What follows belongs to an exercise in optimizing a design on an open flow for small area, a short achievable clock period and few clock cycles; a production flow would make more cautious choices. Function was checked by simulation only, so behaviour that the tests miss may differ from the original.

==> inputs of job 1673 <==
// ctl_law_engine
module ctl_law_engine (
    input  wire        clk,
    input  wire        rst,
    input  wire        start,
    output reg  [7:0]  rd_addr,
    input  wire [39:0] rd_data,
    output reg         wr_en,
    output reg  [7:0]  wr_addr,
    output reg  [39:0] wr_data,
    output reg         done
);
Settings: LEC_CHECK=0, CAP_MARGIN=20, CORE_MARGIN=2, CORE_UTILIZATION=40, CTS_CLUSTER_DIAMETER=80, CTS_CLUSTER_SIZE=24, SLEW_MARGIN=20, SYNTH_HIERARCHICAL=1; clock period 20.0 ns.
standard.sh (not shown) runs the stock make flow with config.mk's settings and CLKGATE_MAP_FILE= SYNTH_SCRIPT=/design/flow/synth_recipe.tcl, a recipe that flattens the netlist after the stock synthesis.
==> flow/flow/run.sh <==
#!/bin/bash
set -euo pipefail
export BUFFER_PORTS_ARGS="-buffer_cell sky130_fd_sc_hd__buf_4"
bash standard.sh > layout.log 2>&1
==> inputs of job 2810, as changes to job 1673 <==
Settings changed: CTS_CLUSTER_DIAMETER 80 to 90, CTS_CLUSTER_SIZE 24 to 28.
==> comparison table <==
item	job 2810	job 1673
Result of the run	timing/DRC/antenna clean	timing/DRC/antenna clean
Hold WS	325 ps	323 ps
Portion of the layout cell area used by clock cells	2.46%	3.12%
Met1 track demand over resource	35.4%	35.4%
WL met3	30400 µm	30100 µm
First-pass GRT wire length	431000 µm	432000 µm
Global routing usage on met2	40.2%	40.3%
Number of buffers created by CTS	69	83
Fill cell count	20216	20152
Setup slack on the worst flop-to-flop path	14510 ps	14570 ps
Total iterations of the first detailed-routing run	6	8
Testbench counts of job 1673, summed over its fixed seeds: cycles 123,961.
Testbench counts of job 2810, summed over its fixed seeds: cycles 123,961.


==> 02-26 <==
Another version of the RTL of ctl_law_engine (not shown whole).
clock: 20.0 ns
lec_check: 0
cap_margin: 20
core_margin: 2
core_utilization: 40
cts_cluster_diameter: 80
cts_cluster_size: 24
slew_margin: 20
synth_hierarchical: 1
==> flow/flow/run.sh <==
#!/bin/bash
set -euo pipefail
export BUFFER_PORTS_ARGS="-buffer_cell sky130_fd_sc_hd__buf_4"
export PRE_DETAIL_PLACE_TCL="$PWD/flow/resize_io.tcl"
bash standard.sh > layout.log 2>&1
==> flow/flow/resize_io.tcl <==
# Hook run before detailed placement (PRE_DETAIL_PLACE_TCL): the flip-flops
# that drive the output ports' buffers get a stronger drive of the same cell
# (sky130_fd_sc_hd__dfxtp_1 -> dfxtp_4); their names and function stay.
set n_up 0
foreach port [get_ports -filter "direction == output"] {
  set pnet [get_nets -quiet [get_full_name $port]]
  if {$pnet eq ""} { continue }
  foreach bpin [get_pins -quiet -of_objects $pnet -filter "direction == output"] {
    set buf [get_cells -of_objects $bpin]
    foreach ipin [get_pins -of_objects $buf -filter "direction == input"] {
      set inet [get_nets -of_objects $ipin]
      foreach dpin [get_pins -quiet -of_objects $inet -filter "direction == output"] {
        set ff [get_cells -of_objects $dpin]
        if {[get_property $ff ref_name] eq "sky130_fd_sc_hd__dfxtp_1"} {
          replace_cell $ff sky130_fd_sc_hd__dfxtp_4
          incr n_up
        }
      }
    }
  }
}
puts "resize_io: $n_up output flip-flops set to dfxtp_4"
==> inputs of 04-21, as changes to 02-26 <==
--- a/flow/design.v
+++ b/flow/design.v
@@ -68,17 +68,17 @@
     reg        h_gt4;       
     reg        h_lt4;       
     reg        lim_on4;     
     reg [40:0] lim_a;
     reg [40:0] lim_b;
     reg       v5;
     reg [3:0] r5;
     reg       sat5;
-    reg       hold5, p_hi5, p_lo5;
+    reg       hold5, lim_on5;
     reg       s_xo5, s_q5, s_max5, s_min5;
     reg       v6;
     reg       sat6;
     reg [1:0] inc6;
     reg [7:0] mneg0, mneg1, mnz0, mnz1;
     reg [1:0] lim_hi, lim_lo;
     reg       lim_any;
     function [3:0] next_col;
@@ -3035,33 +3035,22 @@
     wire        j_lo3   = lnk3 ? lim_lo[1] : lim_lo[0];
     wire        lt_q   = $signed(q4) < $signed(xo);
     wire        eq_q   = q4 == xo;
     wire        xo_max = xo == 40'h7F_FFFF_FFFF;
     wire        xo_min = xo == 40'h80_0000_0000;
     wire        lt     = shi4 ? 1'b0   : slo4 ? !xo_min : lt_q;
     wire        eq     = shi4 ? xo_max : slo4 ? xo_min  : eq_q;
     wire        hold   = (h_lt4 && lt) || (h_gt4 && !lt && !eq);
-    wire signed [40:0] q4_41 = {q4[39], q4};
-    wire signed [40:0] xo41  = {xo[39], xo};
-    wire signed [40:0] smax  = 41'h07F_FFFF_FFFF;
-    wire signed [40:0] smin  = 41'h180_0000_0000;
-    wire        chr    = shi4 ? (smax > $signed(lim_a)) :
-                         slo4 ? (smin > $signed(lim_a)) : (q4_41 > $signed(lim_a));
-    wire        clr    = shi4 ? (smax < $signed(lim_b)) :
-                         slo4 ? (smin < $signed(lim_b)) : (q4_41 < $signed(lim_b));
-    wire        chx    = xo41 > $signed(lim_a);
-    wire        clx    = xo41 < $signed(lim_b);
-    wire        p_hi4  = lim_on4 && (hold ? chx : chr);
-    wire        p_lo4  = lim_on4 && !p_hi4 && (hold ? clx : clr);
     wire [39:0] x5     = ({40{s_xo5}} & xo) | ({40{s_q5}} & q4) |
                          ({40{s_max5}} & 40'h7F_FFFF_FFFF) |
                          ({40{s_min5}} & 40'h80_0000_0000);
-    wire        p_hi   = p_hi5;
-    wire        p_lo   = p_lo5;
+    wire signed [40:0] x5_41 = {x5[39], x5};
+    wire        p_hi   = lim_on5 && (x5_41 > $signed(lim_a));
+    wire        p_lo   = lim_on5 && !p_hi && (x5_41 < $signed(lim_b));
     wire [39:0] p_out  = p_hi ? lim_a[39:0] : (p_lo ? lim_b[39:0] : x5);
     wire [1:0]  inc5   = {1'b0, hold5} + {1'b0, p_hi | p_lo};
     wire [16:0] limcnt_sum  = {1'b0, stat[39:24]} + {15'd0, inc6};
     wire [15:0] limcnt_next = limcnt_sum[16] ? 16'hFFFF : limcnt_sum[15:0];
     wire [15:0] asat_next   = (stat[23:8] == 16'hFFFF) ? 16'hFFFF : stat[23:8] + 16'd1;
     wire [15:0] limcnt_n    = v6 ? limcnt_next : stat[39:24];
     wire [15:0] asat_n      = (v6 && sat6) ? asat_next : stat[23:8];
     wire        asat_f      = (v6 && sat6) | stat[4];
@@ -3129,18 +3118,17 @@
         h_lt4   <= is_int3 && ((j_hi3 && m_neg3) || (j_lo3 && m_pos3));
         lim_on4 <= r3[3] || intmask[si3];
         v4   <= v3;
         r4   <= r3;
         v5    <= v4;
         r5    <= r4;
         sat5  <= shi4 | slo4;
         hold5   <= hold;
-        p_hi5   <= p_hi4;
-        p_lo5   <= p_lo4;
+        lim_on5 <= lim_on4;
         s_xo5   <= hold;
         s_q5    <= !hold && !shi4 && !slo4;
         s_max5  <= !hold && shi4;
         s_min5  <= !hold && slo4;
         wr_en <= 1'b0;
         v6    <= v5;
         sat6  <= sat5;
         inc6  <= r5[3] ? 2'd0 : inc5;
==> flow/flow/run.sh (replaced) <==
#!/bin/bash
set -euo pipefail
export BUFFER_PORTS_ARGS="-buffer_cell sky130_fd_sc_hd__buf_4"
bash standard.sh > layout.log 2>&1
removed: flow/flow/resize_io.tcl
==> inputs of 08-03, as changes to 02-26 <==
--- a/flow/design.v
+++ b/flow/design.v
@@ -68,17 +68,17 @@
     reg        h_gt4;       
     reg        h_lt4;       
     reg        lim_on4;     
     reg [40:0] lim_a;
     reg [40:0] lim_b;
     reg       v5;
     reg [3:0] r5;
     reg       sat5;
-    reg       hold5, p_hi5, p_lo5;
+    reg       hold5, lim_on5;
     reg       s_xo5, s_q5, s_max5, s_min5;
     reg       v6;
     reg       sat6;
     reg [1:0] inc6;
     reg [7:0] mneg0, mneg1, mnz0, mnz1;
     reg [1:0] lim_hi, lim_lo;
     reg       lim_any;
     function [3:0] next_col;
@@ -3035,33 +3035,22 @@
     wire        j_lo3   = lnk3 ? lim_lo[1] : lim_lo[0];
     wire        lt_q   = $signed(q4) < $signed(xo);
     wire        eq_q   = q4 == xo;
     wire        xo_max = xo == 40'h7F_FFFF_FFFF;
     wire        xo_min = xo == 40'h80_0000_0000;
     wire        lt     = shi4 ? 1'b0   : slo4 ? !xo_min : lt_q;
     wire        eq     = shi4 ? xo_max : slo4 ? xo_min  : eq_q;
     wire        hold   = (h_lt4 && lt) || (h_gt4 && !lt && !eq);
-    wire signed [40:0] q4_41 = {q4[39], q4};
-    wire signed [40:0] xo41  = {xo[39], xo};
-    wire signed [40:0] smax  = 41'h07F_FFFF_FFFF;
-    wire signed [40:0] smin  = 41'h180_0000_0000;
-    wire        chr    = shi4 ? (smax > $signed(lim_a)) :
-                         slo4 ? (smin > $signed(lim_a)) : (q4_41 > $signed(lim_a));
-    wire        clr    = shi4 ? (smax < $signed(lim_b)) :
-                         slo4 ? (smin < $signed(lim_b)) : (q4_41 < $signed(lim_b));
-    wire        chx    = xo41 > $signed(lim_a);
-    wire        clx    = xo41 < $signed(lim_b);
-    wire        p_hi4  = lim_on4 && (hold ? chx : chr);
-    wire        p_lo4  = lim_on4 && !p_hi4 && (hold ? clx : clr);
     wire [39:0] x5     = ({40{s_xo5}} & xo) | ({40{s_q5}} & q4) |
                          ({40{s_max5}} & 40'h7F_FFFF_FFFF) |
                          ({40{s_min5}} & 40'h80_0000_0000);
-    wire        p_hi   = p_hi5;
-    wire        p_lo   = p_lo5;
+    wire signed [40:0] x5_41 = {x5[39], x5};
+    wire        p_hi   = lim_on5 && (x5_41 > $signed(lim_a));
+    wire        p_lo   = lim_on5 && !p_hi && (x5_41 < $signed(lim_b));
     wire [39:0] p_out  = p_hi ? lim_a[39:0] : (p_lo ? lim_b[39:0] : x5);
     wire [1:0]  inc5   = {1'b0, hold5} + {1'b0, p_hi | p_lo};
     wire [16:0] limcnt_sum  = {1'b0, stat[39:24]} + {15'd0, inc6};
     wire [15:0] limcnt_next = limcnt_sum[16] ? 16'hFFFF : limcnt_sum[15:0];
     wire [15:0] asat_next   = (stat[23:8] == 16'hFFFF) ? 16'hFFFF : stat[23:8] + 16'd1;
     wire [15:0] limcnt_n    = v6 ? limcnt_next : stat[39:24];
     wire [15:0] asat_n      = (v6 && sat6) ? asat_next : stat[23:8];
     wire        asat_f      = (v6 && sat6) | stat[4];
@@ -3129,18 +3118,17 @@
         h_lt4   <= is_int3 && ((j_hi3 && m_neg3) || (j_lo3 && m_pos3));
         lim_on4 <= r3[3] || intmask[si3];
         v4   <= v3;
         r4   <= r3;
         v5    <= v4;
         r5    <= r4;
         sat5  <= shi4 | slo4;
         hold5   <= hold;
-        p_hi5   <= p_hi4;
-        p_lo5   <= p_lo4;
+        lim_on5 <= lim_on4;
         s_xo5   <= hold;
         s_q5    <= !hold && !shi4 && !slo4;
         s_max5  <= !hold && shi4;
         s_min5  <= !hold && slo4;
         wr_en <= 1'b0;
         v6    <= v5;
         sat6  <= sat5;
         inc6  <= r5[3] ? 2'd0 : inc5;
==> flow_summary.json <==
{
  "crit_type": "flip-flop to flip-flop",
  "syn_area_per_cell_um2": 10.1,
  "status": "timing/DRC/antenna clean",
  "rows": 173,
  "antenna_found_initial": 9,
  "tightest_slew_ns": 1.27,
  "wl_met1_mm": 124,
  "start_util_pct": 40.2
}
Source of the figures above: 02-26

==> flow_summary.json <==
{
  "tightest_slew_ns": 1.30,
  "syn_area_per_cell_um2": 10.2,
  "rows": 171,
  "crit_type": "flip-flop to flip-flop",
  "start_util_pct": 40.2,
  "use_met2_pct": 40.6,
  "status": "timing/DRC/antenna clean",
  "antenna_found_initial": 15
}
Source of the figures above: 08-03

==> flow_summary.json <==
{
  "mostFrequentLayoutCell": "dfxtp_1",
  "overflow": 0,
  "antenna_found_initial": 15,
  "crit_type": "flip-flop to primary output",
  "rows": 171,
  "synth-seq-area-share_pct": 35.0,
  "wl_met1_mm": 118,
  "path_max_fanout": 1,
  "syn_area_per_cell_um2": 10.2,
  "status": "timing/DRC/antenna clean",
  "tightest_slew_ns": 1.23
}
Source of the figures above: 04-21

Testbench counts of 02-26, summed over its fixed seeds: cycles 123,961.
Testbench counts of 04-21, summed over its fixed seeds: cycles 123,961.
Testbench counts of 08-03, summed over its fixed seeds: cycles 123,961.

==> re-timing with driven ports <==
How much do the figures lean on ideal ports? The routed layouts below were timed once more, with nothing changed but the port constraints.
Step 1: set_driving_cell puts a clkbuf_16 on clk and a buf_2 on each other input, an assumption about the parent block.
Step 2, shift: input delay + t, output delay - t, t = (earliest + latest rising clock arrival at the registers) / 2. This alone moves slack from input paths to output paths.
Slacks: ideal / step 1 / step 2; pairs: ideal / step 1.
run	t, ns	slack for setup (ns)	worst setup path at the end
job 1673	0.827	14.566 / 14.566 / 14.566	register to register
job 2810	0.788	14.508 / 14.508 / 14.508	register to register
02-26	0.836	14.684 / 14.649 / 14.587	input to register
04-21	0.833	14.293 / 14.188 / 14.379	register to register
08-03	0.833	14.599 / 14.507 / 14.599	register to register
After both steps every run listed still meets setup and hold. The setup slack of 02-26, which loses most, moves by -0.035 ns with the drivers and by -0.097 ns with both steps.
